Context: an optimization exercise on an open-source flow, tuned for small area. The choices shown serve that exercise and are no tape-out recipe. Function was checked by simulation only, so behaviour that the tests miss may differ from the original. Power and IR drop assume default switching activity.

## design.v

```verilog
module dec_stage (
    input  wire        clk,
    input  wire        clr,       
    input  wire [3:0]  m,         
    input  wire [3:0]  ph,        
    input  wire        take,      
    input  wire [31:0] x_in,      
    input  wire [35:0] sum_in,    
    output reg  [35:0] s          
);
    reg [479:0] ring;             
    reg [31:0]  x;                
    reg [3:0]   wp;               
    reg         full;             
    reg         pend;             
    wire        upd  = pend && (ph == wp);
    wire [31:0] tap  = ring[479:448];
    wire [31:0] old  = full ? tap : 32'd0;
    wire        last = (wp == m - 4'd1);
    always @(posedge clk)
        ring <= {ring[447:0], upd ? x : tap};
    always @(posedge clk)
        if (take)
            x <= x_in;
    always @(posedge clk) begin
        if (clr) begin
            s    <= 36'd0;
            wp   <= 4'd0;
            full <= 1'b0;
            pend <= 1'b0;
        end else if (take) begin
            if (m != 4'd0) begin
                s    <= sum_in;
                pend <= 1'b1;
            end
        end else if (upd) begin
            s    <= s - {{4{old[31]}}, old};
            wp   <= last ? 4'd0 : wp + 4'd1;
            full <= full | last;
            pend <= 1'b0;
        end
    end
endmodule
module dec_chain (
    input  wire        clk,
    input  wire        rst,
    input  wire        in_valid,
    input  wire        in_first,       
    input  wire        in_clear,       
    input  wire [31:0] in_data,
    input  wire [31:0] cfg_st01,       
    input  wire [31:0] cfg_st23,       
    input  wire [95:0] cfg_gcorr,      
    input  wire        cfg_hold_zero,
    output reg         out_valid,
    output wire [31:0] out_data,
    output wire        out_settled,
    output wire        out_sat
);
    wire ld = in_valid && in_clear;
    wire [3:0] c_m0 = cfg_st01[3:0]   - 4'd1;
    wire [3:0] c_m1 = cfg_st01[19:16] - 4'd1;
    wire [3:0] c_m2 = cfg_st23[3:0]   - 4'd1;
    wire [3:0] c_m3 = cfg_st23[19:16] - 4'd1;
    wire [3:0] c_lq0 = {1'b0, cfg_st01[14:12]};
    wire [3:0] c_lq1 = c_lq0 + {1'b0, cfg_st01[30:28]};
    wire [3:0] c_lq2 = c_lq1 + {1'b0, cfg_st23[14:12]};
    wire [3:0] c_lq3 = c_lq2 + {1'b0, cfg_st23[30:28]};
    function [23:0] gain(input [3:0] mm, input [23:0] gc);
        gain = ((mm & (mm + 4'd1)) == 4'd0) ? 24'h80_0000 : gc;
    endfunction
    wire [13:0] c_span = {10'd0, c_m0} + ({10'd0, c_m1} << c_lq0)
                       + ({10'd0, c_m2} << c_lq1) + ({10'd0, c_m3} << c_lq2);
    reg [3:0]  m0, m1, m2, m3;           
    reg [3:0]  lq0, lq1, lq2, lq3;       
    reg [23:0] g0, g1, g2, g3;           
    reg        hold_zero;
    always @(posedge clk) begin
        if (rst) begin
            m0 <= 4'd0; m1 <= 4'd0; m2 <= 4'd0; m3 <= 4'd0;
            lq0 <= 4'd0; lq1 <= 4'd0; lq2 <= 4'd0; lq3 <= 4'd0;
            g0 <= 24'h80_0000; g1 <= 24'h80_0000; g2 <= 24'h80_0000; g3 <= 24'h80_0000;
            hold_zero <= 1'b0;
        end else if (ld) begin
            m0 <= c_m0; m1 <= c_m1; m2 <= c_m2; m3 <= c_m3;
            lq0 <= c_lq0; lq1 <= c_lq1; lq2 <= c_lq2; lq3 <= c_lq3;
            g0 <= gain(c_m0, cfg_gcorr[23:0]);
            g1 <= gain(c_m1, cfg_gcorr[47:24]);
            g2 <= gain(c_m2, cfg_gcorr[71:48]);
            g3 <= gain(c_m3, cfg_gcorr[95:72]);
            hold_zero <= cfg_hold_zero;
        end
    end
    reg [7:0]  pos;
    reg [13:0] left;        
    reg        settled;
    wire [13:0] left_n = ld ? c_span : (left == 14'd0) ? 14'd0 : left - 14'd1;
    always @(posedge clk) begin
        if (rst) begin
            left <= 14'd0;
        end else if (in_valid) begin
            pos     <= in_first ? 8'd0 : pos + 8'd1;
            left    <= left_n;
            settled <= (left_n == 14'd0);
        end
    end
    reg       active;
    reg [2:0] j;
    reg [1:0] p;
    reg [3:0]  lq_j, m_j;
    reg [23:0] g_j;
    reg [35:0] s_j;
    wire [35:0] s0, s1, s2, s3;
    always @(*) begin
        case (j[1:0])
            2'd0: begin lq_j = lq0; m_j = m0; g_j = g0; s_j = s0; end
            2'd1: begin lq_j = lq1; m_j = m1; g_j = g1; s_j = s1; end
            2'd2: begin lq_j = lq2; m_j = m2; g_j = g2; s_j = s2; end
            default: begin lq_j = lq3; m_j = m3; g_j = g3; s_j = s3; end
        endcase
    end
    wire [7:0] q_mask = ~(8'hFF << lq_j);
    wire       keep   = ((pos & q_mask) == q_mask);
    always @(posedge clk) begin
        if (rst) begin
            active <= 1'b0;
        end else if (in_valid) begin
            active <= 1'b1;
            j      <= 3'd0;
            p      <= 2'd0;
        end else if (active) begin
            case (p)
                2'd0: if (j[2] || !keep) active <= 1'b0; else p <= 2'd1;
                2'd1: p <= 2'd2;
                default: begin p <= 2'd0; j <= j + 3'd1; end
            endcase
        end
    end
    wire r_step = active && (p == 2'd0);
    reg  [35:0] acc;        
    reg         st;         
    reg  [35:0] sumr;       
    wire [32:0] trunc = acc[35:3];
    wire        up    = acc[2] & (st | acc[1] | acc[0] | acc[3]);
    wire [33:0] r     = {trunc[32], trunc} + {33'd0, up};
    wire        povf  = !r[33] & (r[32] | r[31]);
    wire        novf  = r[33] & !(r[32] & r[31]);
    wire        sat   = povf | novf;
    wire [31:0] xres  = povf ? 32'h7FFF_FFFF : novf ? 32'h8000_0000 : r[31:0];
    wire [35:0] sum = s_j + {{4{xres[31]}}, xres};
    wire [2:0]  c   = m_j[3] ? 3'd4 : m_j[2] ? 3'd3 : m_j[1] ? 3'd2 : m_j[0] ? 3'd1 : 3'd0;
    wire [35:0] sum_sc = sum << (3'd4 - c);
    wire [11:0] dig = (p == 2'd1) ? g_j[11:0] : g_j[23:12];
    wire        mfirst = (p == 2'd1);
    wire signed [47:0] y = $signed(sumr) * $signed({1'b0, dig})
                         + $signed(mfirst ? 36'd0 : acc);
    always @(posedge clk) begin
        if (in_valid) begin
            acc <= {in_data[31], in_data, 3'd0};
            st  <= 1'b0;
        end else begin
            acc <= y[47:12];
            st  <= (st & !mfirst) | (|y[11:0]);
        end
        if (r_step)
            sumr <= sum_sc;
    end
    wire clr = rst || ld;
    wire tk0 = r_step && (j == 3'd0);
    wire tk1 = r_step && (j == 3'd1);
    wire tk2 = r_step && (j == 3'd2);
    wire tk3 = r_step && (j == 3'd3);
    reg [3:0] ph;
    always @(posedge clk)
        if (rst || ph == 4'd14) ph <= 4'd0;
        else                    ph <= ph + 4'd1;
    dec_stage u_st0 (.clk(clk), .clr(clr), .m(m0), .ph(ph), .take(tk0), .x_in(xres), .sum_in(sum), .s(s0));
    dec_stage u_st1 (.clk(clk), .clr(clr), .m(m1), .ph(ph), .take(tk1), .x_in(xres), .sum_in(sum), .s(s1));
    dec_stage u_st2 (.clk(clk), .clr(clr), .m(m2), .ph(ph), .take(tk2), .x_in(xres), .sum_in(sum), .s(s2));
    dec_stage u_st3 (.clk(clk), .clr(clr), .m(m3), .ph(ph), .take(tk3), .x_in(xres), .sum_in(sum), .s(s3));
    reg sticky;
    always @(posedge clk) begin
        if (clr)         sticky <= 1'b0;
        else if (r_step) sticky <= sticky | sat;
    end
    always @(posedge clk) begin
        if (rst) out_valid <= 1'b0;
        else     out_valid <= active && (j == 3'd3) && (p == 2'd2);
    end
    assign out_data    = (hold_zero && !settled) ? 32'd0 : xres;
    assign out_settled = settled;
    assign out_sat     = sticky | sat;
endmodule
```

## run.sh

```bash
#!/bin/bash
# synth_recipe.tcl (not shown) runs the flow's synth.tcl, then flattens the netlist and writes it again
# the make line also repeats each setting of config.mk as NAME=value (left out here)
make -C /OpenROAD-flow-scripts/flow DESIGN_CONFIG=/design/flow/config.mk WORK_HOME=/design/flow/orfs CLKGATE_MAP_FILE= SYNTH_SCRIPT=/design/flow/synth_recipe.tcl finish
```

## constraint.sdc

```tcl
create_clock -name core_clock -period 20.0 [get_ports {clk}]
set_input_delay 4.0000 -clock core_clock [delete_from_list [all_inputs] [get_ports {clk}]]
set_output_delay 4.0000 -clock core_clock [all_outputs]
set_load 0.01 [all_outputs]
```

## config.mk

```make
export PLATFORM = sky130hd
export DESIGN_NAME = dec_chain
export DESIGN_NICKNAME = dec_chain
export VERILOG_FILES = /design/flow/design.v
export SDC_FILE = /design/flow/constraint.sdc
export NUM_CORES = 4
export LEC_CHECK = 0
export ABC_AREA = 1
export CAP_MARGIN = 20
export CORE_MARGIN = 2
export CORE_UTILIZATION = 40
export SLEW_MARGIN = 20
```

==> summary.txt <==
Place
  • Hpwl dp: 234 mm
  • GPL Wtd Cong: 1.05
  • Port Buf Inserts: 196
  • Placed cell count: 13400
  • Placed inst area: 101000 sq um

Run status
  • Outcome: complete, no violations

Final layout
  • Finished Layout Cells: 13900
  • Fin nets: 11500
  • Share of cells above drive strength 1: 6.04%
  • Final Cell Area: 109000 sq um
  • Layout area overhead: 14.2%
  • Fillcell total: 22700

Yosys
  • Synth area leader: dfxtp_1
  • Post-synthesis async set-or-reset flop share: 0%
  • #FFs+latches synth: 2452
  • Ranking of synthesized cells by area: dfxtp_1, fa_1, nand2_1
  • Post-Syn Area: 95800 sq um
  • Post-synth top area share: 47.5%
  • Warnings, synthesis: 2
  • Main flop type after synthesis: dfxtp_1
  • Post-synth net total: 11300
  • Post-synth EDFFs: 178
  • Register area share after synthesis: 53.1%
  • Cell variety after synth: 69
  • Top post-synthesis cells by count: dfxtp_1, nand2_1, inv_1, nor2_1, nand3_1
  • Avg Synthesized Cell Area: 9.32 sq um
  • Top-count cell post-synth: dfxtp_1
  • Post-Syn Instances: 10300

Global routing
  • Vias in the first global route: 69000
  • Antenna violations before repair: 39
  • Grt total ovfl: 0
  • GRT Total Usage: 25.3%
  • Largest net degree at the start of global routing: 97
  • First-pass GRT wire length: 455 mm

STA
  • Clk_skew: 0.134 ns
  • Slew Viols, Final: 0
  • Final setup violation count: 0
  • Worst Tran Pin Value: 1.17 ns
  • Fmax: 102 MHz
  • Sum Neg Setup Slack: 0 ns
  • Min Tclk post-route: 9.77 ns
  • Unrepaired setup endpoints after global routing: no
  • Max_slew headroom: 21.9%
  • Hold Slack: 0.241 ns
  • Fin crit share: 48.8%
  • Final Hold Fails: 0

Setup path
  • CP arrival: 10.45 ns
  • CP Launch Type: input port
  • FF-to-FF End: acc[35]
  • CP max FO: 9
  • Crit-path max cell delay: 0.61 ns
  • Critical Path RT: 20.69 ns
  • Reg2Reg Depth: 31
  • Worst Setup Path Type: input port to flip-flop
  • Crit path launch: cfg_st01[12]
  • RR Startpoint: j[0]
  • CP Capture Type: flip-flop
  • Most frequent CP cell: nand2_1
  • Slowest-stage cell, CP: xnor2_1
  • Register-to-register path setup slack: 10.65 ns

Worst hold path
  • Worst hold path endpoint: u_st3.ring[364]
  • Hold crit path type: flip-flop to flip-flop
  • Hold depth: 0
  • Min-delay src: u_st3.ring[332]

Floorplan
  • Starting Density: 40.2%
  • Die area: 243000 sq um
  • Site row count: 179
  • Core Region: 238000 sq um
  • Chip Width: 493 um
  • Ports: 233
  • Die H: 493 um

Flow run
  • Max_cap viols: 0

Detailed routing
  • Post-Route WL: 313 mm
  • Remaining DRCs: 0
  • Via/cell ratio: 5.10
  • Via count: 70800
  • Wirelength per Cell: 22.5 um
  • Final ANT Viol Nets: 0
  • TritonRoute pass-1 iters: 6
  • Iteration-0 DRC Markers: 6601

Power
  • Seq pwr share: 28.2%
  • Power Dens Cells: 172 nW/um^2
  • Net Switching: 8.47 mW
  • LEAKAGE: 49.5 nW
  • Combinational share of power: 47.8%
  • Clock Power Share: 24.0%
  • Peak supply drop: 0.230 mV
  • Pwr Total: 18.8 mW
  • Sw Share: 45.0%
  • Int Pwr: 10.3 mW

CTS
  • Clk root buf: clkbuf_16
  • CTS tree: built
  • CTS H-tree depth: 4
  • Resized Gates After CTS: 0
  • CTS buffer count: 228
  • Clock Sinks: 2452
  • Clock latency (worst-skew pair): 0.93 ns
  • Hold buffers post-CTS: 0
  • Post-CTS setup buffer count: 0
  • Clk buf depth: 3
  • Worst-path clk slew: 0.07 ns
power by group through the flow:
stage	logic [mW]	clock network, mW	registers [mW]
global route	9.69	4.80	5.31
global placement	8.79	0	5.41
finish	8.99	4.51	5.31
detailed placement	8.83	0	5.41
CTS	8.87	4.61	5.30
floorplan	5.14	0	5.30
through the flow:
| step | utilization (%) | worst slack, ns |
|---|---|---|
| floorplan | - | 11.20 |
| global placement | 42.5 | 9.16 |
| detailed placement | 42.5 | 9.18 |
| CTS | 45.9 | 10.13 |
| global route | 46.0 | 9.61 |
| finish | 46.0 | 10.23 |
placed cells by master (no fill, tap or decap), types with 195 or more instances in the layout:
| master | Yosys | final |
|---|---|---|
| dfxtp_1 | 2274 | 2272 |
| nand2_1 | 2130 | 2127 |
| inv_1 | 1274 | 1271 |
| nor2_1 | 756 | 752 |
| nand3_1 | 579 | 579 |
| o21ai_0 | 536 | 536 |
| a21oi_1 | 522 | 521 |
| fa_1 | 441 | 441 |
| ha_1 | 354 | 352 |
| clkbuf_16 | 0 | 236 |
| clkdlybuf4s50_1 | 0 | 195 |
kinds of logic after synthesis:
group                      synth area share, %
DFF                                       53.1
muxes                                   0.0627
adders and majority gates                 13.8
xor gates and xnor gates                  1.03
AOI/OAI and AO/OA                         9.07
and+or+nand+nor                           16.5
buffers and inverters                     6.41
metal layers:
| layer | global-route usage (%) | part of all wire (%) | vias up |
|---|---|---|---|
| li1 | - | - | 33400 |
| met1 | 34.8 | 44 | 34300 |
| met2 | 39.9 | 45 | 2512 |
| met3 | 3.62 | 6.7 | 560 |
| met4 | 10.8 | 4.6 | 6 |
| met5 | 0 | 0.011 | - |
worst max-delay path by stage:
stage | end | slack (ns) | depth (start not counted)
final | settled | 10.23 | 27
after global placement | settled | 9.16 | 27
after floorplan | settled | 11.20 | 25
after CTS | settled | 10.13 | 27
after detailed placement | settled | 9.18 | 27
after global routing | settled | 9.61 | 24
critical path: cells and delay by family:
family	cells	cell delay (ns)
adders and majority gates	6	2.25
and+or+nand+nor	13	1.78
xor gates and xnor gates	2	1.16
buffers and inverters	5	1.14
AOI/OAI and AO/OA	1	0.12
flip-flops by register name, indices dropped and copies added, names as in the netlist, 32 cells and up:
register / flops
u_st2.ring: 480
u_st1.ring: 480
u_st2.s: 36
u_st0.x: 32
sumr: 36
u_st1.x: 32
u_st3.ring: 480
u_st0.s: 36
u_st0.ring: 480
u_st3.s: 36
u_st1.s: 36
u_st2.x: 32
acc: 36
u_st3.x: 32
cell type report:
cell class | count | area (sq um) | share of cell area [%]
flip-flops and latches | 2452 | 50900 | 46.5
clock buffers | 314 | 6610 | 6.04
inverters | 1301 | 4880 | 4.46
repair buffers | 280 | 2590 | 2.37
clock inverters | 114 | 1530 | 1.40
multi-input cells | 6228 | 38900 | 35.6
well taps | 3167 | 3960 | 3.62
diodes | 30 | 75.1 | 0.0686

separate check: timing with driven ports:
The results above use ideal ports. As a check the final layout listed here was re-extracted and re-timed, cells and wires unchanged.
Step 1 assumes that a clkbuf_16 drives the clock port and a buf_2 every other input.
Step 2 times the ports against the registers' clock, not the clock port: input delays grow and output delays shrink by t, the midpoint of the rising clock arrivals with the driver on.
a / b / c = ideal ports / drivers / drivers and shift; a / b = the first two.
shift t [ns]: 0.962
setup WS [ns]: 10.233 / 10.296 / 9.334
latest minus earliest clock arrival (ns): 0.153 / 0.153
worst register clock-pin slew, ns: 0.08 / 0.08
cell pins on the clock port's net: 1
After both steps setup and hold are still met in this run. For this run, drivers alone change the setup slack by +0.063 ns; drivers and shift together by -0.899 ns.
